This is an optimization exercise on Yosys and OpenROAD, whose aim is small area, a short achievable clock period and few clock cycles per item, not a production implementation. In this exercise RTL edits were held to simulation tests only and were not proved equivalent to the original. Power and IR drop assume default switching activity.

## run.sh

```bash
#!/bin/bash
# synth_recipe.tcl (not shown) runs the flow's synth.tcl, then flattens the netlist and writes it again
# the make line also repeats each setting of config.mk as NAME=value (left out here)
make -C /OpenROAD-flow-scripts/flow DESIGN_CONFIG=/design/flow/config.mk WORK_HOME=/design/flow/orfs CLKGATE_MAP_FILE= SYNTH_SCRIPT=/design/flow/synth_recipe.tcl finish
```

## config.mk

```make
export PLATFORM = sky130hd
export DESIGN_NAME = conv_arith
export DESIGN_NICKNAME = conv_arith
export VERILOG_FILES = /design/flow/design.v
export SDC_FILE = /design/flow/constraint.sdc
export NUM_CORES = 4
export LEC_CHECK = 0
export ABC_AREA = 1
export CAP_MARGIN = 20
export CORE_MARGIN = 2
export CORE_UTILIZATION = 40
export SLEW_MARGIN = 20
```

## constraint.sdc

```tcl
create_clock -name core_clock -period 17.0 [get_ports {clk}]
set_input_delay 3.4000 -clock core_clock [delete_from_list [all_inputs] [get_ports {clk}]]
set_output_delay 3.4000 -clock core_clock [all_outputs]
set_load 0.01 [all_outputs]
```

## design.v

```verilog
module conv_arith (
    input  wire        clk,
    input  wire        rst,           
    input  wire        start,         
    output wire        ready,
    input  wire [26:0] tz_v, ti_v, tr_v,    
    input  wire [26:0] tz_i, ti_i, tr_i,    
    input  wire [3:0]  flags_in,      
    input  wire [1:0]  ref_miss,      
    input  wire [19:0] q_len,         
    input  wire [30:0] vref,          
    input  wire [31:0] shunt,         
    output reg         done,          
    output wire [31:0] v_res,
    output wire [31:0] i_res,
    output reg  [2:0]  flags          
);
    localparam [16:0] C78125 = 17'd78125;    
    localparam [5:0]  LAST   = 6'd46;
    reg        rdy;
    reg        rdy_o;             
    reg        busy;
    reg  [5:0] cnt;
    reg        ph_mul, ph_mlast, ph_x1, ph_vdiv, ph_vfin, ph_xdiv, ph_hor, ph_hlast, ph_idiv, ph_ifin;
    reg        mvb, mib;
    assign ready = rdy_o;
    wire take = rdy & start;
    wire [5:0] cnt_n  = take ? 6'd1 : (busy ? cnt + 6'd1 : 6'd0);
    wire       busy_n = take | (busy & (cnt != LAST));
    wire       mul_end = busy & (cnt == 6'd7);
    always @(posedge clk) begin
        if (rst) begin
            mvb <= 1'b0; mib <= 1'b0; rdy_o <= 1'b1;
        end else begin
            rdy_o <= (rdy_o & ~take) | (busy & (cnt == LAST));
            mvb <= take | (mvb & ~mul_end);
            mib <= take | (mib & ~mul_end);
        end
    end
    always @(posedge clk) begin
        if (rst) begin
            rdy <= 1'b1; busy <= 1'b0; cnt <= 6'd0; done <= 1'b0;
            ph_mul <= 1'b0; ph_mlast <= 1'b0; ph_x1 <= 1'b0;
            ph_vdiv <= 1'b0; ph_vfin <= 1'b0; ph_xdiv <= 1'b0; ph_hor <= 1'b0;
            ph_hlast <= 1'b0; ph_idiv <= 1'b0; ph_ifin <= 1'b0;
        end else begin
            busy     <= busy_n;
            cnt      <= cnt_n;
            rdy      <= ~busy_n;
            done     <= busy & (cnt == LAST);
            ph_mul   <= busy_n & (cnt_n >= 6'd1)  & (cnt_n <= 6'd7);
            ph_mlast <= busy_n & (cnt_n == 6'd7);
            ph_x1    <= busy_n & (cnt_n == 6'd8);
            ph_vdiv  <= busy_n & (cnt_n >= 6'd8)  & (cnt_n <= 6'd24);
            ph_vfin  <= busy_n & (cnt_n == 6'd25);
            ph_xdiv  <= busy_n & (cnt_n >= 6'd8)  & (cnt_n <= 6'd27);
            ph_hor   <= busy_n & (cnt_n >= 6'd9)  & (cnt_n <= 6'd27);
            ph_hlast <= busy_n & (cnt_n == 6'd28);
            ph_idiv  <= busy_n & (cnt_n >= 6'd29) & (cnt_n <= 6'd45);
            ph_ifin  <= busy_n & (cnt_n == LAST);
        end
    end
    reg [30:0] vref_q;            
    reg [31:0] shunt_q;
    reg        neg_v, neg_i;      
    reg [3:0]  fin_q;
    reg [1:0]  rmiss_q;
    reg [23:0] qs;                
    always @(posedge clk) begin
        if (rdy) begin
            shunt_q <= shunt;
            fin_q   <= flags_in;
            rmiss_q <= ref_miss;
        end
    end
    always @(posedge clk) begin
        if (rdy)                     qs <= {2'b00, q_len, 2'b00};
        else if (ph_mul & ~ph_mlast) qs <= {4'd0, qs[23:4]};
    end
    wire [3:0] q64c = qs[3:0];    
    function [2:0] benc;
        input b1, b0, bm, sgn;
        benc = {b1 ^ sgn, b0 ^ bm, (b1 & ~b0 & ~bm) | (~b1 & b0 & bm)};
    endfunction
    function [34:0] bpp;
        input [2:0]  bd;
        input [30:0] v;
        reg   [33:0] m;
        begin
            m   = bd[1] ? {3'b000, v} : (bd[0] ? {2'b00, v, 1'b0} : 34'd0);
            bpp = {bd[2], bd[2] ? ~m : m};
        end
    endfunction
    function [34:0] sdv;
        input [33:0] d;
        input        sub;
        sdv = {sub, sub ? ~d : d};
    endfunction
    function [4:0] sub4;
        input [3:0] a, b;
        input       bin;
        sub4 = {1'b0, a} - {1'b0, b} - {4'd0, bin};
    endfunction
    reg [31:0] rv;       
    reg [34:0] bv;       
    reg [33:0] sv;       
    reg [26:0] zv;       
    reg [27:0] dv;       
    reg [2:0]  bdv;      
    reg        ntv;      
    reg        nbv, dbv, rbv;    
    wire [4:0]  nvc = sub4(sv[7:4], zv[7:4], nbv);      
    wire [4:0]  nv1 = sub4(ti_v[3:0], tz_v[3:0], 1'b0);
    wire        ltv = ti_v < tz_v;
    wire [4:0]  dvc = sub4(dv[3:0], zv[7:4], dbv);      
    wire [4:0]  dv1 = sub4(tr_v[3:0], tz_v[3:0], 1'b0);
    wire [4:0]  rvc = sub4(dvc[3:0], q64c, rbv);
    wire [33:0] dvx = {7'd0, dv[26:0]};
    wire [30:0] vsrc = rdy ? vref : vref_q;
    wire [2:0]  bdv0 = rdy ? benc(nv1[1], nv1[0], 1'b0, ltv) : benc(nvc[1], nvc[0], ntv, neg_v);
    wire [2:0]  bdi0 = rdy ? benc(ni1[1], ni1[0], 1'b0, lti) : benc(nic[1], nic[0], nti, neg_i);
    wire [33:0] sv0 = {{2{rv[31]}}, rv} + bv[33:0] + {33'd0, bv[34]};
    wire        qv0 = ~sv0[33];
    wire [31:0] mv0 = sv0[33:2];                        
    wire [33:0] av1 = mvb ? {{2{mv0[31]}}, mv0} : {{5{sv0[28]}}, sv0[27:0], sv[33]};
    wire [34:0] ov1 = mvb ? bpp(bdv, vref_q) : sdv(dvx, qv0);
    wire [33:0] sv1 = av1 + ov1[33:0] + {33'd0, ov1[34]};
    wire        qv1 = ~sv1[33];
    wire [31:0] mv1 = sv1[33:2];
    wire [27:0] pv  = {sv1[1:0], sv0[1:0], sv[27:4]};    
    reg [33:0] ri;       
    reg [34:0] bi;
    reg [39:0] si;       
    reg [26:0] zi;       
    reg [27:0] di;
    reg [2:0]  bdi;
    reg        nti;
    reg        nbi, dbi, rbi;
    wire [54:0] y = {vref_q, zi[23:0]};    
    wire [4:0]  nic = sub4(si[7:4], zi[7:4], nbi);
    wire [4:0]  ni1 = sub4(ti_i[3:0], tz_i[3:0], 1'b0);
    wire        lti = ti_i < tz_i;
    wire [4:0]  dic = sub4(di[3:0], zi[7:4], dbi);
    wire [4:0]  di1 = sub4(tr_i[3:0], tz_i[3:0], 1'b0);
    wire [4:0]  ric = sub4(dic[3:0], q64c, rbi);
    wire [33:0] dvi = ph_xdiv ? {7'd0, di[26:0]} : {2'd0, shunt_q};
    wire [33:0] dvn = (ph_xdiv | ph_mlast) ? {7'd0, di[26:0]} : {2'd0, shunt_q};    
    wire [33:0] si0 = ri + bi[33:0] + {33'd0, bi[34]};
    wire        qi0 = ~si0[33];
    wire [31:0] mi0 = si0[33:2];
    wire [33:0] ai1 = mib ? {{2{mi0[31]}}, mi0} : {si0[32:0], si[39]};
    wire [34:0] oi1 = mib ? bpp(bdi, vref_q) : sdv(dvi, qi0);
    wire [33:0] si1 = ai1 + oi1[33:0] + {33'd0, oi1[34]};
    wire        qi1 = ~si1[33];
    wire [31:0] mi1 = si1[33:2];
    wire [27:0] pi  = {si1[1:0], si0[1:0], si[27:4]};
    wire [1:0]  hm   = ph_hlast ? ({1'b0, si[1]} + {1'b0, si[0]}) : si[1:0];
    wire [17:0] hmc  = (hm == 2'd0) ? 18'd0 : (hm == 2'd1) ? {1'b0, C78125} :
                       (hm == 2'd2) ? {C78125, 1'b0} : 18'd234375;
    wire [54:0] ysh  = ph_hlast ? {y[53:0], 1'b0} : {y[52:0], 2'b00};
    wire [18:0] ylo  = {1'b0, ysh[17:0]} + {1'b0, hmc};
    wire [36:0] yhi1 = ysh[54:18] + 37'd1;      
    wire [54:0] ynx  = {ylo[18] ? yhi1 : ysh[54:18], ylo[17:0]};
    wire        reff = rmiss_q[0] | rmiss_q[1] | rbv | dbv | rbi | dbi;
    wire [33:0] fq   = ph_vfin ? sv : si[33:0];
    wire        fng  = ph_vfin ? neg_v : neg_i;
    wire        fact = ph_vfin ? fin_q[0] : fin_q[2];
    wire        fmis = ph_vfin ? fin_q[1] : fin_q[3];
    wire [31:0] fh   = fq[32:1];
    wire        fovp = fq[33] | fq[32] | (&fq[31:0]);
    wire        fovn = fq[33] | (fq[32] & (|fq[31:0]));
    wire        fovf = fng ? fovn : fovp;
    wire [31:0] frnd = (fh + {{31{fng & ~fq[0]}}, (fng & ~fq[0]) | (~fng & fq[0])}) ^ {32{fng}};
    wire        fflg = fact | fmis | (~reff & fovf);
    wire [31:0] fres = (fact | reff)         ? 32'h8000_0000 :
                       fmis                  ? 32'h7FFF_FFFF :
                       (fovf & fng)          ? 32'h8000_0000 :
                       fovf                  ? 32'h7FFF_FFFF : frnd;
    always @(posedge clk) begin
        if (rdy | (ph_mul & ~ph_mlast)) bv <= bpp(bdv0, vsrc);
        else                              bv <= sdv(dvx, ph_mlast | qv1);
    end
    always @(posedge clk) begin
        if (rdy) begin
            rv  <= 32'd0;
            bdv <= benc(nv1[3], nv1[2], nv1[1], ltv);
            sv  <= {7'd0, ti_v};
            zv  <= tz_v;
            dv  <= {dv1[3:0], 1'b0, tr_v[26:4]};
            neg_v <= ltv;
            ntv <= nv1[3];
            nbv <= nv1[4]; dbv <= dv1[4]; rbv <= 1'b0;
        end else if (ph_mul) begin
            rv  <= ph_mlast ? {4'd0, mv1[31:4]} : mv1;
            bdv <= benc(nvc[3], nvc[2], nvc[1], neg_v);
            sv  <= ph_mlast ? {mv1[3:0], pv, 2'b00} : {6'd0, pv};
            zv  <= {4'd0, zv[26:4]};
            ntv <= nvc[3];
            nbv <= nvc[4];
            if (~ph_mlast) begin
                dv  <= {dvc[3:0], dv[27:4]};
                dbv <= dvc[4]; rbv <= rvc[4];
            end
        end else if (ph_vdiv) begin
            rv  <= {{3{sv1[28]}}, sv1[27:0], sv[32]};
            sv  <= {sv[31:0], qv0, qv1};
        end else if (ph_vfin) begin
            sv  <= {2'b00, fres};
        end
    end
    always @(posedge clk) begin
        if (rdy | (ph_mul & ~ph_mlast)) bi <= bpp(bdi0, vsrc);
        else                              bi <= sdv(dvn, ph_mlast | ph_hlast | qi1);
    end
    always @(posedge clk) begin
        if (rdy) begin
            ri  <= 34'd0;
            bdi <= benc(ni1[3], ni1[2], ni1[1], lti);
            si  <= {13'd0, ti_i};
            zi  <= tz_i;
            di  <= {di1[3:0], 1'b0, tr_i[26:4]};
            neg_i <= lti;
            nti <= ni1[3];
            nbi <= ni1[4]; dbi <= di1[4]; rbi <= 1'b0;
        end else if (ph_mul) begin
            ri  <= ph_mlast ? {21'd0, mi1[31:13]} : {{2{mi1[31]}}, mi1};
            bdi <= benc(nic[3], nic[2], nic[1], neg_i);
            si  <= ph_mlast ? {mi1[12:0], pi[27:2], 1'b0} : {12'd0, pi};
            zi  <= {4'd0, zi[26:4]};    
            nti <= nic[3];
            nbi <= nic[4];
            if (~ph_mlast) begin
                di  <= {dic[3:0], di[27:4]};
                dbi <= dic[4]; rbi <= ric[4];
            end
        end else if (ph_xdiv | ph_idiv) begin
            ri  <= {si1[32:0], si[38]};
            si  <= {si[37:0], qi0, qi1};
        end else if (ph_hlast) begin
            ri  <= {4'd0, ynx[54:25]};
            si  <= {ynx[24:0], 15'd0};
        end else if (ph_ifin) begin
            si  <= {8'd0, fres};
        end
        if (~rdy & ~ph_mul & (ph_hor | ph_hlast))
            zi  <= {3'd0, ynx[23:0]};
    end
    always @(posedge clk) begin
        if (rdy)                    vref_q <= vref;
        else if (ph_x1)             vref_q <= 31'd0;
        else if (ph_hor | ph_hlast) vref_q <= ynx[54:24];
    end
    always @(posedge clk) begin
        if (rst) flags <= 3'b000;
        else if (ph_vfin) flags[0] <= fflg;
        else if (ph_ifin) begin
            flags[1] <= fflg;
            flags[2] <= reff;
        end
    end
    assign v_res = sv[31:0];
    assign i_res = si[31:0];
endmodule
```

==> summary.txt, run 1 <==
status: no timing/DRC/antenna violations
Die Y: 332 microns
IO Port Bufs: 322
WHS Path Cells: 2
Setup crit end kind: flip-flop
unrepaired setup endpoints after global routing: false
share of the synthesized area in the top cell type: 0.180
Switching Fraction: 0.566
HP Class: flip-flop to flip-flop
drt first pass iters: 7
DP Area: 46,900 sq um
worst reg2reg path depth: 29
top-level I/O count: 323
Pins Over Slew Limit: 0
Worst slew margin: 0.273
final setup violation count: 0
Least-Margin Pin Slew: 1.08 ns
post-synthesis sequential area ratio: 0.266
Cell variety after synth: 61
Ys Warns: 1
post-synthesis instance total: 6,624
Die Area: 110,000 sq um
row count: 120
clock-pin slew on the worst setup and hold paths: 0.06 ns
dpl hpwl: 158 mm
P per Cell Area: 187 nW/um^2
vias in the first global route: 42.8k
Internal Dissipation: 3.96 mW
Starting DRT DRC Count: 5,961
GR Util All Layers: 0.346
ys async rst share: 0
LEAKAGE: 22.4 nW
largest net degree at the start of global routing: 87
slowest CP cell: nand3_2
Max clock buf depth: 3
EDFF count, synth: 258
worst skew pair latency: 0.69 ns
Post CTS Setup Buffer Count: 0
Setup CP Type: flip-flop to flip-flop
Final min period: 6.69 ns
Post-Route WL: 199 mm
Startpoint Class: flip-flop
Peak VDD IR: 0.147 mV
arrival time worst endpoint: 7.25 ns
clk_skew: 0.0304 ns
width of the die: 332 microns
core area: 107,000 sq um
Nets: 7,265
TNS Setup: 0 ns
sequential power share: 0.171
Final Cycle Share: 0.393
CP Max Fanout: 40
top cells by area, synth: edfxtp_1 (18%), nand2_1 (16%), dfxtp_1 (8.6%)
number of synthesized register bits: 444
clock sinks: 444
mapped cell area: 43,100 sq um
Clk pwr share: 0.141
share of layout cells above drive strength 1: 0.0423
most used cell, CP: nand2_1
ys flop type: edfxtp_1
Worst EP required: 17.57 ns
H-tree Lvls: 2
Final GP Congestion: 0.977
maxcap violations: 0
Syn Nets: 7,177
NetSw: 5.17 mW
area leader, netlist: edfxtp_1
remaining global-route overflow: 0
Starting Density: 0.403
Peak Freq: 150 MHz
Worst path max stage delay: 0.58 ns
endpoints failing hold: 0
part of the power in combinational logic: 0.687
antenna violations before repair: 4
cts repair resizes: 0
CTS Buf Count: 57
Hold Buf Count CTS: 0
DRC viols: 0
Final Cell Area: 48,900 sq um
ANT nets after route: 0
first-pass GRT wire length: 287 mm
CTS root buf: clkbuf_16
vias per cell: 5.74
DR WL/cell: 24.4 microns
Syn-to-layout area delta: 13.4%
CTS tree: built
Avg Inst Size Synth: 6.51 sq um
via count: 46.9k
==> power by group through the flow <==
stage / clock network, mW / registers [mW] / logic, mW
final: 1.29 / 1.57 / 6.28
after global routing: 1.34 / 1.57 / 6.78
after CTS: 1.30 / 1.56 / 6.11
after detailed placement: 0 / 1.58 / 6.07
after global placement: 0 / 1.58 / 6.10
after floorplan: 0 / 1.45 / 4.13
==> synth_stat cells (70+ instances only) <==
| library cell | instances |
|---|---|
| nand2_1 | 1804 |
| inv_1 | 769 |
| o21ai_0 | 708 |
| nor2_1 | 495 |
| nand3_1 | 420 |
| a21oi_1 | 394 |
| ha_1 | 277 |
| edfxtp_1 | 258 |
| clkbuf_1 | 212 |
| dfxtp_1 | 186 |
| xor2_1 | 176 |
| o22ai_1 | 79 |
| buf_4 | 74 |
| xnor2_1 | 70 |
==> final cells by class <==
type	instances	area [sq um]
Timing Repair Buffer	386	3740
Fill cell	11300	58200
Multi-Input combinational cell	5035	27000
Antenna cell	2	5.00
Clock inverter	29	279
Inverter	788	2970
Tap cell	1403	1760
Clock buffer	79	1640
Sequential cell	444	11500
==> metal layers <==
metal / global-route usage / share of wire / vias up / wire [microns]
met1: 0.477 / 0.43 / 21800 / 84900
met4: 0.149 / 0.050 / 2 / 9980
met5: 0 / 0.000050 / - / 10
met3: 0.0618 / 0.094 / 398 / 18700
met2: 0.530 / 0.43 / 2469 / 85900
li1: - / - / 22200 / -
==> through the flow <==
stage          utilization  hold slack, ns  instances  worst slack (ns)  power (mW)
2_1_floorplan            -           0.422       6624             11.61        5.58
6_report             0.457           0.439       8166             10.31        9.14
4_1_cts              0.456           0.445       8162             10.47        8.96
3_3_place_gp         0.438           0.432       8054              9.42        7.68
3_5_place_dp         0.438           0.434       8054              9.77        7.65
5_1_grt              0.457           0.471       8164              9.74        9.69
==> critical path, delay by kind of cell (launching register included) <==
kind / cells / cell delay [ns]
AOI/OAI and AO/OA: 1 / 0.30
buffers and inverters: 4 / 0.90
DFF: 1 / 0.36
and+or+nand+nor: 22 / 4.12
adders and majority gates: 2 / 0.83
==> sequential cells by signal (all words and copies together) (netlist names), 4 cells and up <==
signal	cells
qs	18
zv	23
si	40
ri	34
vref_q	31
di	28
zi	27
bv	33
shunt_q	32
fin_q	4
rv	32
bi	33
dv	28
sv	34
cnt	6
q64c	4
==> logic make-up (layout without fill, tap and decap cells) <==
family	after synthesis	after routing	synth area share
AOI/OAI and AO/OA	1529	1529	0.199
xor gates and xnor gates	246	246	0.0500
adders and majority gates	299	299	0.0906
buffers and inverters	1145	1282	0.110
DFF	444	444	0.266
muxes	6	6	0.00139
other	0	2	0
and+or+nand+nor	2955	2955	0.283
==> cells in the final DEF, fill, tap and decap left out, drive strengths merged, types with 13 or more instances in the layout <==
cell	netlist	final
clkinv	5	22
a21o	20	20
nand4	40	40
edfxtp	258	258
inv	783	790
buf	145	64
a22o	18	18
o22ai	79	79
a211oi	16	16
or2	51	51
o21ai	779	779
fa	22	22
dfxtp	186	186
nor2	503	503
xnor2	70	70
ha	277	277
o21a	14	14
a31oi	51	51
clkbuf	212	79
nand2	1808	1808
clkdlybuf4s50	0	322
nor3	67	67
a21oi	394	394
a21boi	13	13
a221oi	30	30
nand3b	35	35
nand3	423	423
nor4	18	18
o21bai	30	30
xor2	176	176
o211ai	35	35
==> worst paths after layout <==
check                                     start                    to  slack, ns
worst min-delay path            qs[4]$_DFFE_PN_  q64c[0]$_SDFFE_PP0P_       0.44
worst max register to register    bi[8]$_DFF_P_         bi[5]$_DFF_P_      10.31
worst max-delay path              bi[8]$_DFF_P_         bi[5]$_DFF_P_      10.31
worst min register to register  qs[4]$_DFFE_PN_  q64c[0]$_SDFFE_PP0P_       0.44
Testbench counts, summed over its fixed seeds: cycles 75,200, items 1,600.
==> run 2, diff against run 1 <==
--- a/design.v
+++ b/design.v
@@ -17,5 +17,5 @@
 );
     localparam [16:0] C78125 = 17'd78125;    
-    localparam [5:0]  LAST   = 6'd46;
+    localparam [5:0]  LAST   = 6'd28;
     reg        rdy;
     reg        rdy_o;             
@@ -54,8 +54,8 @@
             ph_vdiv  <= busy_n & (cnt_n >= 6'd8)  & (cnt_n <= 6'd24);
             ph_vfin  <= busy_n & (cnt_n == 6'd25);
-            ph_xdiv  <= busy_n & (cnt_n >= 6'd8)  & (cnt_n <= 6'd27);
-            ph_hor   <= busy_n & (cnt_n >= 6'd9)  & (cnt_n <= 6'd27);
-            ph_hlast <= busy_n & (cnt_n == 6'd28);
-            ph_idiv  <= busy_n & (cnt_n >= 6'd29) & (cnt_n <= 6'd45);
+            ph_xdiv  <= busy_n & (cnt_n >= 6'd8)  & (cnt_n <= 6'd17);
+            ph_hor   <= busy_n & (cnt_n >= 6'd9)  & (cnt_n <= 6'd17);
+            ph_hlast <= busy_n & (cnt_n == 6'd18);
+            ph_idiv  <= busy_n & (cnt_n >= 6'd19) & (cnt_n <= 6'd27);
             ph_ifin  <= busy_n & (cnt_n == LAST);
         end
@@ -96,4 +96,25 @@
         input        sub;
         sdv = {sub, sub ? ~d : d};
+    endfunction
+    function [20:0] hmc_f;
+        input [3:0] m;
+        case (m)
+            4'd0 : hmc_f = 21'd0;
+            4'd1 : hmc_f = 21'd78125;
+            4'd2 : hmc_f = 21'd156250;
+            4'd3 : hmc_f = 21'd234375;
+            4'd4 : hmc_f = 21'd312500;
+            4'd5 : hmc_f = 21'd390625;
+            4'd6 : hmc_f = 21'd468750;
+            4'd7 : hmc_f = 21'd546875;
+            4'd8 : hmc_f = 21'd625000;
+            4'd9 : hmc_f = 21'd703125;
+            4'd10: hmc_f = 21'd781250;
+            4'd11: hmc_f = 21'd859375;
+            4'd12: hmc_f = 21'd937500;
+            4'd13: hmc_f = 21'd1015625;
+            4'd14: hmc_f = 21'd1093750;
+            4'd15: hmc_f = 21'd1171875;
+        endcase
     endfunction
     function [4:0] sub4;
@@ -117,7 +138,4 @@
     wire [4:0]  rvc = sub4(dvc[3:0], q64c, rbv);
     wire [33:0] dvx = {7'd0, dv[26:0]};
-    wire [30:0] vsrc = rdy ? vref : vref_q;
-    wire [2:0]  bdv0 = rdy ? benc(nv1[1], nv1[0], 1'b0, ltv) : benc(nvc[1], nvc[0], ntv, neg_v);
-    wire [2:0]  bdi0 = rdy ? benc(ni1[1], ni1[0], 1'b0, lti) : benc(nic[1], nic[0], nti, neg_i);
     wire [33:0] sv0 = {{2{rv[31]}}, rv} + bv[33:0] + {33'd0, bv[34]};
     wire        qv0 = ~sv0[33];
@@ -130,8 +148,8 @@
     wire [27:0] pv  = {sv1[1:0], sv0[1:0], sv[27:4]};    
     reg [33:0] ri;       
-    reg [34:0] bi;
+    reg [35:0] bi;       
     reg [39:0] si;       
     reg [26:0] zi;       
-    reg [27:0] di;
+    reg [31:0] di;       
     reg [2:0]  bdi;
     reg        nti;
@@ -144,24 +162,45 @@
     wire [4:0]  di1 = sub4(tr_i[3:0], tz_i[3:0], 1'b0);
     wire [4:0]  ric = sub4(dic[3:0], q64c, rbi);
-    wire [33:0] dvi = ph_xdiv ? {7'd0, di[26:0]} : {2'd0, shunt_q};
-    wire [33:0] dvn = (ph_xdiv | ph_mlast) ? {7'd0, di[26:0]} : {2'd0, shunt_q};    
-    wire [33:0] si0 = ri + bi[33:0] + {33'd0, bi[34]};
-    wire        qi0 = ~si0[33];
+    wire [33:0] dvn = ph_mlast ? {7'd0, di[26:0]} : {2'd0, shunt_q};
+    reg  [33:0] d3i;     
+    wire [34:0] nd1 = ~{3'b0, di};
+    wire [34:0] nd2 = ~{2'b0, di, 1'b0};
+    wire [34:0] nd3 = ~{1'b0, d3i};
+    wire [30:0] vsrc = rdy ? vref : vref_q;
+    wire [2:0]  bdv0 = rdy ? benc(nv1[1], nv1[0], 1'b0, ltv) : benc(nvc[1], nvc[0], ntv, neg_v);
+    wire [2:0]  bdi0 = rdy ? benc(ni1[1], ni1[0], 1'b0, lti) : benc(nic[1], nic[0], nti, neg_i);
+    function [33:0] rsel;
+        input [33:0] w;
+        input [34:0] t1, t2, t3;
+        begin
+            if (~t3[34])      rsel = {2'd3, t3[31:0]};
+            else if (~t2[34]) rsel = {2'd2, t2[31:0]};
+            else if (~t1[34]) rsel = {2'd1, t1[31:0]};
+            else              rsel = {2'd0, w[31:0]};
+        end
+    endfunction
+    wire [34:0] si0 = {1'b0, ri} + bi[34:0] + {34'd0, bi[35]};
+    wire [34:0] t12 = {1'b0, ri} + nd2 + 35'd1;
+    wire [34:0] t13 = {1'b0, ri} + nd3 + 35'd1;
+    wire [33:0] k1  = rsel(ri, si0, t12, t13);
     wire [31:0] mi0 = si0[33:2];
-    wire [33:0] ai1 = mib ? {{2{mi0[31]}}, mi0} : {si0[32:0], si[39]};
-    wire [34:0] oi1 = mib ? bpp(bdi, vref_q) : sdv(dvi, qi0);
-    wire [33:0] si1 = ai1 + oi1[33:0] + {33'd0, oi1[34]};
-    wire        qi1 = ~si1[33];
+    wire [33:0] w2  = {k1[31:0], si[39:38]};
+    wire [34:0] bpi = bpp(bdi, vref_q);
+    wire [34:0] ai1 = mib ? {1'b0, {2{mi0[31]}}, mi0} : {1'b0, w2};
+    wire [35:0] oi1 = mib ? {bpi[34], 1'b0, bpi[33:0]} : {1'b1, nd1};
+    wire [34:0] si1 = ai1 + oi1[34:0] + {34'd0, oi1[35]};
+    wire [34:0] t22 = {1'b0, w2} + nd2 + 35'd1;
+    wire [34:0] t23 = {1'b0, w2} + nd3 + 35'd1;
+    wire [33:0] k2  = rsel(w2, si1, t22, t23);
     wire [31:0] mi1 = si1[33:2];
     wire [27:0] pi  = {si1[1:0], si0[1:0], si[27:4]};
-    wire [1:0]  hm   = ph_hlast ? ({1'b0, si[1]} + {1'b0, si[0]}) : si[1:0];
-    wire [17:0] hmc  = (hm == 2'd0) ? 18'd0 : (hm == 2'd1) ? {1'b0, C78125} :
-                       (hm == 2'd2) ? {C78125, 1'b0} : 18'd234375;
-    wire [54:0] ysh  = ph_hlast ? {y[53:0], 1'b0} : {y[52:0], 2'b00};
-    wire [18:0] ylo  = {1'b0, ysh[17:0]} + {1'b0, hmc};
-    wire [36:0] yhi1 = ysh[54:18] + 37'd1;      
-    wire [54:0] ynx  = {ylo[18] ? yhi1 : ysh[54:18], ylo[17:0]};
+    wire [3:0]  hm   = ph_hlast ? ({1'b0, si[3:1]} + {3'd0, si[0]}) : si[3:0];
+    wire [20:0] hmc  = hmc_f(hm);
+    wire [54:0] ysh  = ph_hlast ? {y[51:0], 3'b000} : {y[50:0], 4'b0000};
+    wire [21:0] ylo  = {1'b0, ysh[20:0]} + {1'b0, hmc};
+    wire [33:0] yhi1 = ysh[54:21] + 34'd1;      
+    wire [54:0] ynx  = {ylo[21] ? yhi1 : ysh[54:21], ylo[20:0]};
     wire        reff = rmiss_q[0] | rmiss_q[1] | rbv | dbv | rbi | dbi;
-    wire [33:0] fq   = ph_vfin ? sv : si[33:0];
+    wire [33:0] fq   = ph_vfin ? sv : {si[35] | si[34] | si[33], si[32:0]};
     wire        fng  = ph_vfin ? neg_v : neg_i;
     wire        fact = ph_vfin ? fin_q[0] : fin_q[2];
@@ -209,7 +248,11 @@
         end
     end
-    always @(posedge clk) begin
-        if (rdy | (ph_mul & ~ph_mlast)) bi <= bpp(bdi0, vsrc);
-        else                              bi <= sdv(dvn, ph_mlast | ph_hlast | qi1);
+    wire [34:0] bpi0 = bpp(bdi0, vsrc);
+    always @(posedge clk) begin
+        if (rdy | (ph_mul & ~ph_mlast)) bi <= {bpi0[34], 1'b0, bpi0[33:0]};
+        else if (ph_mlast | ph_hlast)    bi <= {1'b1, ~{1'b0, dvn}};
+    end
+    always @(posedge clk) begin
+        if (ph_mlast | ph_hlast) d3i <= dvn + {dvn[32:0], 1'b0};
     end
     always @(posedge clk) begin
@@ -219,25 +262,26 @@
             si  <= {13'd0, ti_i};
             zi  <= tz_i;
-            di  <= {di1[3:0], 1'b0, tr_i[26:4]};
+            di  <= {4'd0, di1[3:0], 1'b0, tr_i[26:4]};
             neg_i <= lti;
             nti <= ni1[3];
             nbi <= ni1[4]; dbi <= di1[4]; rbi <= 1'b0;
         end else if (ph_mul) begin
-            ri  <= ph_mlast ? {21'd0, mi1[31:13]} : {{2{mi1[31]}}, mi1};
+            ri  <= ph_mlast ? {14'd0, mi1[31:12]} : {{2{mi1[31]}}, mi1};
             bdi <= benc(nic[3], nic[2], nic[1], neg_i);
-            si  <= ph_mlast ? {mi1[12:0], pi[27:2], 1'b0} : {12'd0, pi};
+            si  <= ph_mlast ? {mi1[11:0], pi[27:2], 2'b00} : {12'd0, pi};
             zi  <= {4'd0, zi[26:4]};    
             nti <= nic[3];
             nbi <= nic[4];
             if (~ph_mlast) begin
-                di  <= {dic[3:0], di[27:4]};
+                di  <= {4'd0, dic[3:0], di[27:4]};
                 dbi <= dic[4]; rbi <= ric[4];
             end
         end else if (ph_xdiv | ph_idiv) begin
-            ri  <= {si1[32:0], si[38]};
-            si  <= {si[37:0], qi0, qi1};
+            ri  <= {k2[31:0], si[37:36]};
+            si  <= {si[35:0], k1[33:32], k2[33:32]};
         end else if (ph_hlast) begin
-            ri  <= {4'd0, ynx[54:25]};
-            si  <= {ynx[24:0], 15'd0};
+            ri  <= {5'd0, ynx[54:26]};
+            si  <= {ynx[25:0], 14'd0};
+            di  <= shunt_q;
         end else if (ph_ifin) begin
             si  <= {8'd0, fres};
--- a/config.mk
+++ b/config.mk
@@ -7,6 +7,6 @@
 export LEC_CHECK = 0
 export ABC_AREA = 1
-export CAP_MARGIN = 20
+export CAP_MARGIN = 50
 export CORE_MARGIN = 2
 export CORE_UTILIZATION = 40
-export SLEW_MARGIN = 20
+export SLEW_MARGIN = 75
==> summary.txt, run 2 <==
Starting Density: 0.403 (about the same)
Worst path max stage delay: 0.52 ns (-0.06 ns)
critical path depth: 34 (+17%)
Setup crit end kind: flip-flop
ANT nets after route: 0 (unchanged)
Least-Margin Pin Slew: 0.422 ns (-0.661 ns)
clock-pin slew on the worst setup and hold paths: 0.06 ns (about the same)
via count: 59.1k (+26%)
Avg Inst Size Synth: 6.67 sq um (+2.5%)
Worst slew margin: 0.715 (+0.443)
unrepaired setup endpoints after global routing: false
maxcap violations: 0 (unchanged)
worst reg2reg path depth: 34 (+17%)
row count: 133 (+11%)
drt first pass iters: 6 (-1)
slowest CP cell: ha_1
post-synthesis instance total: 7,942 (+20%)
remaining global-route overflow: 0 (unchanged)
Setup CP Type: flip-flop to flip-flop
Cell variety after synth: 68 (+11%)
HP Class: flip-flop to flip-flop
share of the synthesized area in the top cell type: 0.184 (+0.00457)
DR WL/cell: 27.5 microns (+13%)
Ys Warns: 1 (unchanged)
IO Port Bufs: 322 (unchanged)
Die Y: 368 microns (+11%)
Peak VDD IR: 0.0989 mV (-33%)
crit-path leading delay family: simple AND/OR/NAND/NOR gates
dpl hpwl: 229 mm (+45%)
CTS tree: built
CP bufs+invs: 8 (+4)
vias per cell: 5.92 (+3.1%)
EDFF count, synth: 325 (+26%)
ys async rst share: 0 (unchanged)
Die Area: 135,000 sq um (+23%)
Pins Over Slew Limit: 0 (unchanged)
most common cell in the synthesized netlist: nand2_1
most common cell after layout, fill and taps aside: nand2_1
vias in the first global route: 56.7k (+33%)
TNS Setup: 0 ns (unchanged)
number of synthesized register bits: 483 (+8.8%)
largest net degree at the start of global routing: 62 (-29%)
most frequent cells in the layout: nand2_1 (2,095), inv_1 (912), o21ai_0 (644)
Startpoint Class: flip-flop
Hold Buf Count CTS: 0 (unchanged)
max reg flops: 40 (unchanged)
first-pass GRT wire length: 391 mm (+36%)
LEAKAGE: 29.0 nW (+29%)
GR Util met2: 0.610 (+0.0803)
Final Cycle Share: 0.426 (+0.0331)
final setup violation count: 0 (unchanged)
area leader, netlist: edfxtp_1
CTS Buf Count: 61 (+7.0%)
ys flop type: edfxtp_1
GR Util All Layers: 0.392 (+0.0460)
mapped cell area: 53,000 sq um (+23%)
Nets: 8,898 (+22%)
top cells by area, synth: edfxtp_1 (18%), nand2_1 (15%), ha_1 (11%)
status: no timing/DRC/antenna violations
antenna violations before repair: 16 (+12)
top-level I/O count: 323 (unchanged)
Peak Freq: 138 MHz (-7.8%)
Post CTS Setup Buffer Count: 0 (unchanged)
met3 Usage GRT: 0.0581 (-0.00370)
WHS Path Cells: 2 (unchanged)
share of layout cells above drive strength 1: 0.0991 (+0.0568)
core area: 131,000 sq um (+23%)
clk_skew: 0.0314 ns (+0.000970 ns)
width of the die: 368 microns (+11%)
post-synthesis sequential area ratio: 0.244 (-0.0221)
Post-Route WL: 275 mm (+38%)
largest reg by FF count: si
cts repair resizes: 0 (unchanged)
most used cell, CP: nand2_1
CP Max Fanout: 35 (-13%)
worst skew pair latency: 0.72 ns (+0.03 ns)
worst hold slack: 0.450 ns (+0.0113 ns)
most frequent cells after synthesis: nand2_1 (2,107), inv_1 (946), o21ai_0 (808)
CTS root buf: clkbuf_16
endpoints failing hold: 0 (unchanged)
Syn Nets: 8,669 (+21%)
Starting DRT DRC Count: 7,468 (+25%)
Final min period: 7.25 ns (+0.563 ns)
Max clock buf depth: 3 (unchanged)
GRT Max-Usage Layer: met2
P per Cell Area: 164 nW/um^2 (-12%)
clock sinks: 483 (+8.8%)
Worst EP required: 17.60 ns (+0.03 ns)
Overall Power: 10.4 mW (+14%)
Syn-to-layout area delta: 20.4%
arrival time worst endpoint: 7.85 ns (+0.60 ns)
Final GP Congestion: 1.02 (+4.5%)
met1 Resource Use GR: 0.532 (+0.0544)
DRC viols: 0 (unchanged)
H-tree Lvls: 2 (unchanged)
==> run 2: cell types whose count changed after synthesis, sizes merged, moves of 37 or more <==
cell    delta
nand2    +309
xnor2     +81
o211ai    +47
nand3     -37
edfxtp    +67
ha       +169
xor2     +110
inv      +180
a21oi    +148
o21ai     +86
==> run 2: worst paths after layout <==
check                       from                    to  slack (ns)
min              qs[5]$_DFFE_PN_  q64c[1]$_SDFFE_PP0P_        0.45
max          di[28]$_SDFFE_PP0P_   ri[25]$_SDFFE_PP0P_        9.75
min reg2reg      qs[5]$_DFFE_PN_  q64c[1]$_SDFFE_PP0P_        0.45
max reg2reg  di[28]$_SDFFE_PP0P_   ri[25]$_SDFFE_PP0P_        9.75
==> run 2: kinds of logic after synthesis <==
kind of cell    share of synthesized area
compound gates                      0.210
fa+ha+maj                           0.116
buf+inv                             0.103
xor+xnor                           0.0722
mux                              0.000378
flops                               0.244
simple gates                        0.256
==> run 2: metrics by stage <==
stage | worst slack (ns) | area [sq um] | std cells | utilization
finish | 9.75 | 63800 | 9985 | 0.485
global route | 9.64 | 63800 | 9979 | 0.485
global placement | 8.63 | 57300 | 9732 | 0.436
CTS | 9.93 | 63300 | 9968 | 0.481
floorplan | 11.40 | 53000 | 7942 | -
detailed placement | 9.97 | 61200 | 9852 | 0.466
==> run 2: worst min-delay path, stage by stage, from the launching register on <==
cell and delay (ns):
edfxtp_1 0.32, nand2_1 0.05, o21ai_0 0.05
==> run 2: routing by layer <==
metal / share of wire / routed length, microns / vias up
met5: 0.00010 / 28 / -
met3: 0.094 / 25700 / 567
li1: - / - / 27100
met4: 0.057 / 15600 / 4
met1: 0.42 / 114000 / 28200
met2: 0.43 / 119000 / 3181
==> run 2: cell type report <==
type	count	area, sq um
repair buffers	527	5580
clock inverters	29	353
fillers	13500	67700
flip-flops and latches	483	12900
multi-input cells	6127	37300
inverters	971	3690
well taps	1755	2200
clock buffers	87	1730
diodes	6	15.0
==> run 2: power breakdown <==
group          switching, mW  leakage (nW)  internal, mW
registers              0.172          4.64          1.47
logic                   5.08          23.3          2.29
clock network          0.611          1.02         0.812
Testbench counts of run 2, summed over its fixed seeds: cycles 46,400, items 1,600.
==> run 3, diff against run 2 <==
--- a/config.mk
+++ b/config.mk
@@ -8,5 +8,8 @@
 export ABC_AREA = 1
 export CAP_MARGIN = 50
+export CELL_PAD_IN_SITES_DETAIL_PLACEMENT = 0
+export CELL_PAD_IN_SITES_GLOBAL_PLACEMENT = 0
 export CORE_MARGIN = 2
 export CORE_UTILIZATION = 40
+export PLACE_DENSITY = 0.8
 export SLEW_MARGIN = 75
==> summary.txt, run 3 <==
CP bufs+invs: 7 (-1)
Least-Margin Pin Slew: 0.447 ns (+0.0245 ns)
clock-pin slew on the worst setup and hold paths: 0.06 ns (about the same)
Worst slew margin: 0.701 (-0.0147)
Worst EP required: 17.55 ns (-0.05 ns)
top-level I/O count: 323 (unchanged)
share of the synthesized area in the top cell type: 0.184 (unchanged)
largest reg by FF count: si
Overall Power: 9.87 mW (-5.5%)
cts repair resizes: 0 (unchanged)
Starting Density: 0.403 (unchanged)
unrepaired setup endpoints after global routing: false
vias per cell: 5.97 (+0.87%)
width of the die: 368 microns (unchanged)
clk_skew: 0.0429 ns (+0.0116 ns)
status: no timing/DRC/antenna violations
dpl hpwl: 209 mm (-8.7%)
CTS Buf Count: 68 (+11%)
Switching Fraction: 0.545 (-0.0170)
max reg flops: 40 (unchanged)
Startpoint Class: flip-flop
P per Cell Area: 157 nW/um^2 (-4.4%)
drt first pass iters: 7 (+1)
Sequential Area: 13,000 sq um (about the same)
ANT nets after route: 0 (unchanged)
final setup violation count: 0 (unchanged)
Clk pwr share: 0.146 (+0.010)
post-synthesis sequential area ratio: 0.244 (unchanged)
mapped cell area: 53,000 sq um (unchanged)
Peak VDD IR: 0.121 mV (+22%)
remaining global-route overflow: 0 (unchanged)
Final min period: 6.86 ns (-0.386 ns)
post-synthesis instance total: 7,942 (unchanged)
Cell variety after synth: 68 (unchanged)
Final GP Congestion: 1.05 (+2.7%)
most frequent cells in the layout: nand2_1 (2,096), inv_1 (920), o21ai_0 (671)
Internal Dissipation: 4.49 mW (-1.9%)
Syn Nets: 8,669 (unchanged)
share of layout cells above drive strength 1: 0.0887 (-0.0104)
via count: 59.6k (+0.89%)
Starting DRT DRC Count: 7,976 (+6.8%)
most common cell in the synthesized netlist: nand2_1
Setup crit end kind: flip-flop
Post-Route WL: 255 mm (-7.4%)
most common cell after layout, fill and taps aside: nand2_1
Post CTS Setup Buffer Count: 0 (unchanged)
layout filler cell count: 13.3k (-1.4%)
TNS Setup: 0 ns (unchanged)
Ys Warns: 1 (unchanged)
core area: 131,000 sq um (unchanged)
CTS tree: built
ys async rst share: 0 (unchanged)
part of the power in combinational logic: 0.686 (-0.020)
row count: 133 (unchanged)
Avg Inst Size Synth: 6.67 sq um (unchanged)
endpoints failing hold: 0 (unchanged)
Placed Cells: 9,844 (-0.081%)
Die Area: 135,000 sq um (unchanged)
crit-path leading delay family: simple AND/OR/NAND/NOR gates
area leader, netlist: edfxtp_1
Setup CP Type: flip-flop to flip-flop
LEAKAGE: 28.8 nW (-0.51%)
CTS root buf: clkbuf_16
worst skew pair latency: 0.68 ns (-0.04 ns)
CP Max Fanout: 24 (-31%)
GR Util All Layers: 0.362 (-0.0305)
arrival time worst endpoint: 7.41 ns (-0.44 ns)
Worst path max stage delay: 0.43 ns (-0.09 ns)
most frequent cells after synthesis: nand2_1 (2,107), inv_1 (946), o21ai_0 (808)
Syn-to-layout area delta: 18.9%
EDFF count, synth: 325 (unchanged)
Pins Over Slew Limit: 0 (unchanged)
NetSw: 5.37 mW (-8.4%)
Hold Buf Count CTS: 0 (unchanged)
Die Y: 368 microns (unchanged)
IO Port Bufs: 322 (unchanged)
pre-CTS setup slack: 10.34 ns (+0.378 ns)
most used cell, CP: nand2_1
DR WL/cell: 25.5 microns (-7.4%)
DRC viols: 0 (unchanged)
DP Area: 60,300 sq um (-1.5%)
clock sinks: 483 (unchanged)
area occupied by multi-input gates: 36,500 sq um (-2.0%)
slowest CP cell: fa_1
sequential power share: 0.168 (+0.010)
HP Class: flip-flop to flip-flop
Final Cycle Share: 0.404 (-0.0227)
largest net degree at the start of global routing: 62 (unchanged)
first-pass GRT wire length: 367 mm (-6.2%)
Final Cell Area: 63,000 sq um (-1.2%)
top cells by area, synth: edfxtp_1 (18%), nand2_1 (15%), ha_1 (11%)
non-filler instance count after layout: 9,987 (+0.020%)
number of synthesized register bits: 483 (unchanged)
Nets: 8,904 (+0.067%)
maxcap violations: 0 (unchanged)
Max clock buf depth: 3 (unchanged)
ys flop type: edfxtp_1
vias in the first global route: 56.4k (-0.57%)
Worst Slack Setup Final: 10.14 ns (+0.386 ns)
Peak Freq: 146 MHz (+5.6%)
H-tree Lvls: 3 (+1)
antenna violations before repair: 7 (-9)
## run 3: changes by cell type in the layout (fill, tap and decap cells not counted), sizes merged, moves of 2 or more
cell and change:
bufinv -4, buf -5, clkinvlp +3, clkinv +5
diode -4, clkdlybuf4s15 -4, dlymetal6s2s +4, clkbuf +6
clkdlybuf4s50 +2
## run 3: layout make-up
type / count / area share
diodes: 2 / 0.0000794
clock buffers: 90 / 0.0294
clock inverters: 33 / 0.00455
inverters: 971 / 0.0588
multi-input cells: 6127 / 0.580
flip-flops and latches: 483 / 0.206
well taps: 1755 / 0.0349
repair buffers: 526 / 0.0868
## run 3: kinds of logic after synthesis
family	Yosys count	synth area share
muxes	2	0.000378
AOI/OAI and AO/OA	1946	0.210
and+or+nand+nor	3269	0.256
buffers and inverters	1332	0.103
xor gates and xnor gates	437	0.0722
DFF	483	0.244
adders and majority gates	473	0.116
## run 3: layer usage
| metal | share of wire | GRT usage |
|---|---|---|
| met3 | 0.11 | 0.0739 |
| met2 | 0.43 | 0.558 |
| met1 | 0.40 | 0.479 |
| met5 | 0.00019 | 0 |
| met4 | 0.057 | 0.180 |
## run 3: tightest hold or removal path, stage by stage, from the launching register on
cell	delay (ns)
edfxtp_1	0.32
nand2_1	0.05
o21ai_0	0.06
## run 3: final timing paths
check | slack, ns | from | end | depth (start not counted)
worst min register to register | 0.46 | qs[4]$_DFFE_PN_ | q64c[0]$_SDFFE_PP0P_ | 2
worst max-delay path | 10.14 | ri[1]$_SDFFE_PP0P_ | ri[31]$_SDFFE_PP0P_ | 35
worst max register to register | 10.14 | ri[1]$_SDFFE_PP0P_ | ri[31]$_SDFFE_PP0P_ | 35
worst min-delay path | 0.46 | qs[4]$_DFFE_PN_ | q64c[0]$_SDFFE_PP0P_ | 2
## run 3: through the flow
stage,utilization,hold WS (ns)
2_1_floorplan,-,0.422
3_3_place_gp,0.436,0.443
3_5_place_dp,0.459,0.443
4_1_cts,0.475,0.460
5_1_grt,0.479,0.473
6_report,0.479,0.458
## run 3: power by group through the flow
stage | Combinational [mW] | Clock (mW) | Sequential, mW
after detailed placement | 6.40 | 0 | 1.66
after floorplan | 4.04 | 0 | 1.56
after global placement | 5.98 | 0 | 1.68
final | 6.77 | 1.44 | 1.66
after global routing | 7.22 | 1.49 | 1.66
after CTS | 6.45 | 1.45 | 1.64
==> run 4, diff against run 3 <==
--- a/config.mk
+++ b/config.mk
@@ -12,4 +12,4 @@
 export CORE_MARGIN = 2
 export CORE_UTILIZATION = 40
-export PLACE_DENSITY = 0.8
+export PLACE_DENSITY = 0.7
 export SLEW_MARGIN = 75
==> summary.txt, run 4 <==
status: no timing/DRC/antenna violations
DRC viols: 0 (unchanged)
Setup crit end kind: flip-flop
IO Port Bufs: 322 (unchanged)
Die Area: 135,000 sq um (unchanged)
ys flop type: edfxtp_1
Startpoint Class: flip-flop
Pins Over Slew Limit: 0 (unchanged)
Cell variety after synth: 68 (unchanged)
max reg flops: 40 (unchanged)
Hold Buf Count CTS: 0 (unchanged)
P per Cell Area: 157 nW/um^2 (+0.30%)
Worst path max stage delay: 0.38 ns (-0.05 ns)
r2r startpoint: bv[33]$_DFF_P_
CTS Buf Count: 67 (-1.5%)
EDFF count, synth: 325 (unchanged)
vias per cell: 5.90 (-1.1%)
width of the die: 368 microns (unchanged)
area leader, netlist: edfxtp_1
share of layout cells above drive strength 1: 0.0958 (+0.00707)
Setup crit start: bv[33]$_DFF_P_
CTS root buf: clkbuf_16
number of synthesized register bits: 483 (unchanged)
CTS tree: built
unrepaired setup endpoints after global routing: false
Final Cycle Share: 0.414 (+0.0103)
share of the synthesized area in the top cell type: 0.184 (unchanged)
Syn Nets: 8,669 (unchanged)
core area: 131,000 sq um (unchanged)
worst skew pair latency: 0.69 ns (about the same)
post-synthesis sequential area ratio: 0.244 (unchanged)
Final GP Congestion: 1.05 (+0.57%)
TNS Setup: 0 ns (unchanged)
most used cell, CP: nand2_1
Final min period: 7.04 ns (+0.174 ns)
clock-pin slew on the worst setup and hold paths: 0.06 ns (about the same)
sequential power share: 0.164 (-0.004)
dpl hpwl: 210 mm (+0.46%)
ANT nets after route: 0 (unchanged)
post-synthesis mux area share: 0.000378 (unchanged)
arrival time worst endpoint: 7.58 ns (+0.17 ns)
Starting Density: 0.403 (unchanged)
slowest CP cell: fa_1
row count: 133 (unchanged)
Avg Inst Size Synth: 6.67 sq um (unchanged)
mapped cell area: 53,000 sq um (unchanged)
NetSw: 5.41 mW (+0.73%)
top-level I/O count: 323 (unchanged)
Setup CP Type: flip-flop to flip-flop
Hold Path Origin: qs[5]$_DFFE_PN_
most common cell after layout, fill and taps aside: nand2_1
Max clock buf depth: 3 (unchanged)
H-tree Lvls: 3 (unchanged)
Post CTS Setup Buffer Count: 0 (unchanged)
via count: 58.9k (-1.1%)
CP Max Fanout: 52 (+120%)
Starting DRT DRC Count: 7,469 (-6.4%)
Syn-to-layout area delta: 19.9%
vias in the first global route: 55.2k (-2.1%)
clock sinks: 483 (unchanged)
GR Util All Layers: 0.363 (+0.00146)
Synth Area in Adders: 0.116 (unchanged)
Overall Power: 9.98 mW (+1.1%)
DR WL/cell: 25.6 microns (+0.52%)
xor/xnor share of the synthesized area: 0.0722 (unchanged)
Die Y: 368 microns (unchanged)
drt first pass iters: 6 (-1)
ys async rst share: 0 (unchanged)
Clk pwr share: 0.148 (+0.002)
most common cell in the synthesized netlist: nand2_1
Worst EP required: 17.54 ns (about the same)
largest reg by FF count: si
final setup violation count: 0 (unchanged)
Internal Dissipation: 4.56 mW (+1.6%)
Worst slew margin: 0.707 (+0.00667)
Peak Freq: 142 MHz (-2.5%)
Nets: 8,892 (-0.13%)
endpoints failing hold: 0 (unchanged)
Post-Route WL: 256 mm (+0.49%)
part of the power in combinational logic: 0.688 (+0.002)
post-synthesis instance total: 7,942 (unchanged)
HP Class: flip-flop to flip-flop
Ys Warns: 1 (unchanged)
largest net degree at the start of global routing: 62 (unchanged)
LEAKAGE: 28.9 nW (+0.38%)
largest family of logic cells by synthesized area: simple AND/OR/NAND/NOR gates
most frequent cells after synthesis: nand2_1 (2,107), inv_1 (946), o21ai_0 (808)
Synth Area in Compound Gates: 0.210 (unchanged)
antenna violations before repair: 18 (+11)
first-pass GRT wire length: 366 mm (-0.34%)
maxcap violations: 0 (unchanged)
clk_skew: 0.0258 ns (-0.0171 ns)
most frequent cells in the layout: nand2_1 (2,096), inv_1 (906), o21ai_0 (635)
Peak VDD IR: 0.105 mV (-13%)
top cells by area, synth: edfxtp_1 (18%), nand2_1 (15%), ha_1 (11%)
Switching Fraction: 0.543 (-0.00207)
fin util: 0.483 (+0.00387)
remaining global-route overflow: 0 (unchanged)
Simple-Gate Fraction of Synth Area: 0.256 (unchanged)
cts repair resizes: 0 (unchanged)
Least-Margin Pin Slew: 0.437 ns (-0.00940 ns)
run 4: cell types whose count changed in the layout (fill, tap and decap cells not counted), moves of 14 or more:
| cell | before | now |
|---|---|---|
| o22ai_1 | 106 | 87 |
| o21ai_0 | 671 | 635 |
| inv_1 | 920 | 906 |
| xor2_1 | 239 | 221 |
| inv_2 | 29 | 46 |
| o21ai_1 | 136 | 164 |
run 4: layer usage:
metal | up-vias | global-route usage | routed length, microns
met1 | 27900 | 0.486 | 104000
li1 | 27100 | - | -
met4 | 10 | 0.172 | 13500
met5 | - | 0 | 72
met3 | 520 | 0.0702 | 27000
met2 | 3326 | 0.561 | 111000
run 4: critical path: cells and delay by family, from the launching register on:
| kind | cells | cell delay (ns) |
|---|---|---|
| adders and majority gates | 2 | 0.61 |
| and+or+nand+nor | 21 | 2.52 |
| buffers and inverters | 11 | 1.78 |
| AOI/OAI and AO/OA | 9 | 1.55 |
| DFF | 1 | 0.35 |
run 4: final cells by class:
type / count / area, sq um
clock inverters: 30 / 319
flip-flops and latches: 483 / 12900
fillers: 13400 / 67900
multi-input cells: 6127 / 37100
inverters: 971 / 3690
repair buffers: 515 / 5390
clock buffers: 92 / 1890
diodes: 11 / 27.5
well taps: 1755 / 2200
run 4: cells by family after synthesis:
logic type | Yosys count
DFF | 483
xor gates and xnor gates | 437
AOI/OAI and AO/OA | 1946
and+or+nand+nor | 3269
adders and majority gates | 473
muxes | 2
buffers and inverters | 1332
run 4: final timing paths:
kind                                        endpoint  slack, ns  depth (start not counted)
worst max-delay path                  bv[12]$_DFF_P_       9.96                         43
worst min-delay path            q64c[1]$_SDFFE_PP0P_       0.45                          2
worst max register to register        bv[12]$_DFF_P_       9.96                         43
worst min register to register  q64c[1]$_SDFFE_PP0P_       0.45                          2
run 4: power by group through the flow:
stage / Sequential [mW] / Clock, mW / Combinational [mW]
2_1_floorplan: 1.56 / 0 / 4.04
3_3_place_gp: 1.66 / 0 / 6.03
3_5_place_dp: 1.65 / 0 / 6.51
4_1_cts: 1.63 / 1.49 / 6.55
5_1_grt: 1.64 / 1.53 / 7.31
6_report: 1.64 / 1.48 / 6.86
run 4: stage by stage:
stage | area [sq um] | worst slack, ns | cells | hold WS [ns]
5_1_grt | 63500 | 9.50 | 9975 | 0.491
3_3_place_gp | 57400 | 9.29 | 9750 | 0.441
6_report | 63500 | 9.96 | 9984 | 0.448
4_1_cts | 62900 | 10.17 | 9960 | 0.454
3_5_place_dp | 60700 | 10.21 | 9838 | 0.441
2_1_floorplan | 53000 | 11.40 | 7942 | 0.422
==> run 5, diff against run 4 <==
--- a/config.mk
+++ b/config.mk
@@ -11,5 +11,5 @@
 export CELL_PAD_IN_SITES_GLOBAL_PLACEMENT = 0
 export CORE_MARGIN = 2
-export CORE_UTILIZATION = 40
-export PLACE_DENSITY = 0.7
+export CORE_UTILIZATION = 45
+export PLACE_DENSITY = 0.92
 export SLEW_MARGIN = 75
==> summary.txt, run 5 <==
worst skew pair latency: 0.68 ns (about the same)
final setup violation count: 0 (unchanged)
GR Util All Layers: 0.418 (+0.0548)
vias in the first global route: 56.8k (+2.8%)
post-synthesis sequential area ratio: 0.244 (unchanged)
P per Cell Area: 163 nW/um^2 (+3.5%)
remaining global-route overflow: 0 (unchanged)
vias per cell: 6.19 (+4.8%)
most frequent cells after synthesis: nand2_1 (2,107), inv_1 (946), o21ai_0 (808)
endpoints failing hold: 0 (unchanged)
Post CTS Setup Buffer Count: 0 (unchanged)
clk_skew: 0.0387 ns (+0.0128 ns)
maxcap violations: 0 (unchanged)
core area: 117,000 sq um (-11%)
TNS Setup: 0 ns (unchanged)
Hold Buf Count CTS: 0 (unchanged)
CP Max Fanout: 33 (-37%)
Pins Over Slew Limit: 0 (unchanged)
HP Class: flip-flop to flip-flop
Startpoint Class: flip-flop
Max clock buf depth: 3 (unchanged)
top-level I/O count: 323 (unchanged)
Peak Freq: 146 MHz (+2.8%)
Worst slew margin: 0.703 (-0.00430)
CTS root buf: clkbuf_16
share of layout cells above drive strength 1: 0.0964 (+0.000608)
antenna violations before repair: 14 (-4)
DRC viols: 0 (unchanged)
Die Area: 120,000 sq um (-11%)
Least-Margin Pin Slew: 0.444 ns (+0.00643 ns)
Sequential Area: 13,000 sq um (about the same)
DR WL/cell: 26.8 microns (+4.5%)
H-tree Lvls: 3 (unchanged)
Die Y: 347 microns (-5.7%)
Syn-to-layout area delta: 19.3%
CTS tree: built
Final GP Congestion: 1.09 (+3.2%)
via count: 60.3k (+2.3%)
Overall Power: 10.3 mW (+3.0%)
largest reg by FF count: si
ANT nets after route: 0 (unchanged)
mapped cell area: 53,000 sq um (unchanged)
Peak VDD IR: 0.119 mV (+12%)
ys async rst share: 0 (unchanged)
post-synthesis instance total: 7,942 (unchanged)
top cells by area, synth: edfxtp_1 (18%), nand2_1 (15%), ha_1 (11%)
Worst EP required: 17.58 ns (+0.04 ns)
status: no timing/DRC/antenna violations
Setup CP Type: flip-flop to flip-flop
LEAKAGE: 28.9 nW (about the same)
first-pass GRT wire length: 376 mm (+2.7%)
clock sinks: 483 (unchanged)
Syn Nets: 8,669 (unchanged)
Post-Route WL: 261 mm (+2.1%)
most common cell after layout, fill and taps aside: nand2_1
number of synthesized register bits: 483 (unchanged)
ys flop type: edfxtp_1
Final Cycle Share: 0.403 (-0.0113)
clock-pin slew on the worst setup and hold paths: 0.06 ns (about the same)
Nets: 8,892 (unchanged)
IO Port Bufs: 322 (unchanged)
EDFF count, synth: 325 (unchanged)
Setup crit end kind: flip-flop
Starting Density: 0.455 (+0.0517)
Worst path max stage delay: 0.44 ns (+0.06 ns)
Ys Warns: 1 (unchanged)
fin util: 0.542 (+0.0592)
Avg Inst Size Synth: 6.67 sq um (unchanged)
cts repair resizes: 0 (unchanged)
area leader, netlist: edfxtp_1
drt first pass iters: 8 (+2)
most used cell, CP: nand2_1
row count: 125 (-6.0%)
dpl hpwl: 213 mm (+1.4%)
Starting DRT DRC Count: 9,315 (+25%)
CTS Buf Count: 66 (-1.5%)
area occupied by multi-input gates: 37,000 sq um (-0.22%)
arrival time worst endpoint: 7.42 ns (-0.16 ns)
max reg flops: 40 (unchanged)
Cell variety after synth: 68 (unchanged)
slowest CP cell: fa_1
layout filler cell count: 11.2k (-16%)
most frequent cells in the layout: nand2_1 (2,092), inv_1 (922), o21ai_0 (657)
width of the die: 347 microns (-5.7%)
Final min period: 6.85 ns (-0.192 ns)
most common cell in the synthesized netlist: nand2_1
unrepaired setup endpoints after global routing: false
share of the synthesized area in the top cell type: 0.184 (unchanged)
largest net degree at the start of global routing: 62 (unchanged)
run 5: layer usage:
metal | track usage | vias up | part of all wire | routed length [microns]
met5 | 0 | - | 0.00041 | 108
met4 | 0.209 | 14 | 0.059 | 15500
met3 | 0.0909 | 794 | 0.12 | 31800
met2 | 0.650 | 4248 | 0.43 | 113000
met1 | 0.546 | 28100 | 0.39 | 101000
li1 | - | 27100 | - | -
run 5: cell type report:
cell class              instances  share of cell area
well taps                    1524              0.0302
clock buffers                  89              0.0298
inverters                     971              0.0585
clock inverters                32             0.00533
repair buffers                516              0.0860
multi-input cells            6127               0.585
diodes                          5            0.000198
flip-flops and latches        483               0.205
run 5: cell families after synthesis:
logic type,count (synthesis),synth area share
DFF,483,0.244
adders and majority gates,473,0.116
AOI/OAI and AO/OA,1946,0.210
muxes,2,0.000378
and+or+nand+nor,3269,0.256
buffers and inverters,1332,0.103
xor gates and xnor gates,437,0.0722
run 5: final timing paths:
path / to / depth (start not counted) / slack [ns] / from
min: q64c[1]$_SDFFE_PP0P_ / 2 / 0.46 / qs[5]$_DFFE_PN_
max: rv[24]$_SDFFE_PP0P_ / 44 / 10.16 / bv[33]$_DFF_P_
min reg2reg: q64c[1]$_SDFFE_PP0P_ / 2 / 0.46 / qs[5]$_DFFE_PN_
max reg2reg: rv[24]$_SDFFE_PP0P_ / 44 / 10.16 / bv[33]$_DFF_P_
run 5: worst max-delay path: cells and delay by family, from the launching register on:
family,cells,cell delay (ns)
compound gates,6,0.85
xor+xnor,1,0.31
buf+inv,8,1.44
fa+ha+maj,3,1.02
flops,1,0.34
simple gates,26,2.76
run 5: power by group:
part / internal, mW / switching (mW) / total (mW)
Combinational: 2.29 / 4.86 / 7.15
Sequential: 1.47 / 0.158 / 1.63
Clock: 0.860 / 0.626 / 1.49
Total: 4.63 / 5.64 / 10.3
run 5: per-stage QoR:
stage                     hold slack (ns)  setup WS (ns)  instances  cell area, sq um
final                               0.462          10.16       9747             63200
after global routing                0.474           9.55       9742             63200
after CTS                           0.462          10.34       9731             62500
after detailed placement            0.449          10.08       9610             60300
after global placement              0.433           9.52       9521             57100
after floorplan                     0.422          11.40       7942             53000

## afterwards: timing with drivers on the ports
In the flow no input, the clock included, has a driving cell. The finished layouts below were timed again as built, in two steps.
Step 1: set_driving_cell puts a clkbuf_16 on clk and a buf_2 on each other input, an assumption about the parent block.
Step 2 moves the port delays by t, midway between the first and last clock arrival at a register: inputs arrive t later, outputs are due t later. That takes back most of the time a late clock gives input paths.
Slacks: ideal / step 1 / step 2; pairs: ideal / step 1.
| run | shift t [ns] | setup slack, ns | cell pins on the clock port's net |
|---|---|---|---|
| run 1 | 0.753 | 10.314 / 10.314 / 9.671 | 1 |
| run 2 | 0.784 | 9.751 / 9.751 / 9.751 | 1 |
| run 3 | 0.739 | 10.138 / 10.138 / 10.138 | 1 |
| run 4 | 0.751 | 9.963 / 9.963 / 9.963 | 1 |
| run 5 | 0.732 | 10.155 / 10.155 / 10.016 | 1 |
After both steps setup and hold are still met in every run listed. For run 1, which loses most, drivers alone change the setup slack by 0.000 ns; drivers and shift together by -0.643 ns.
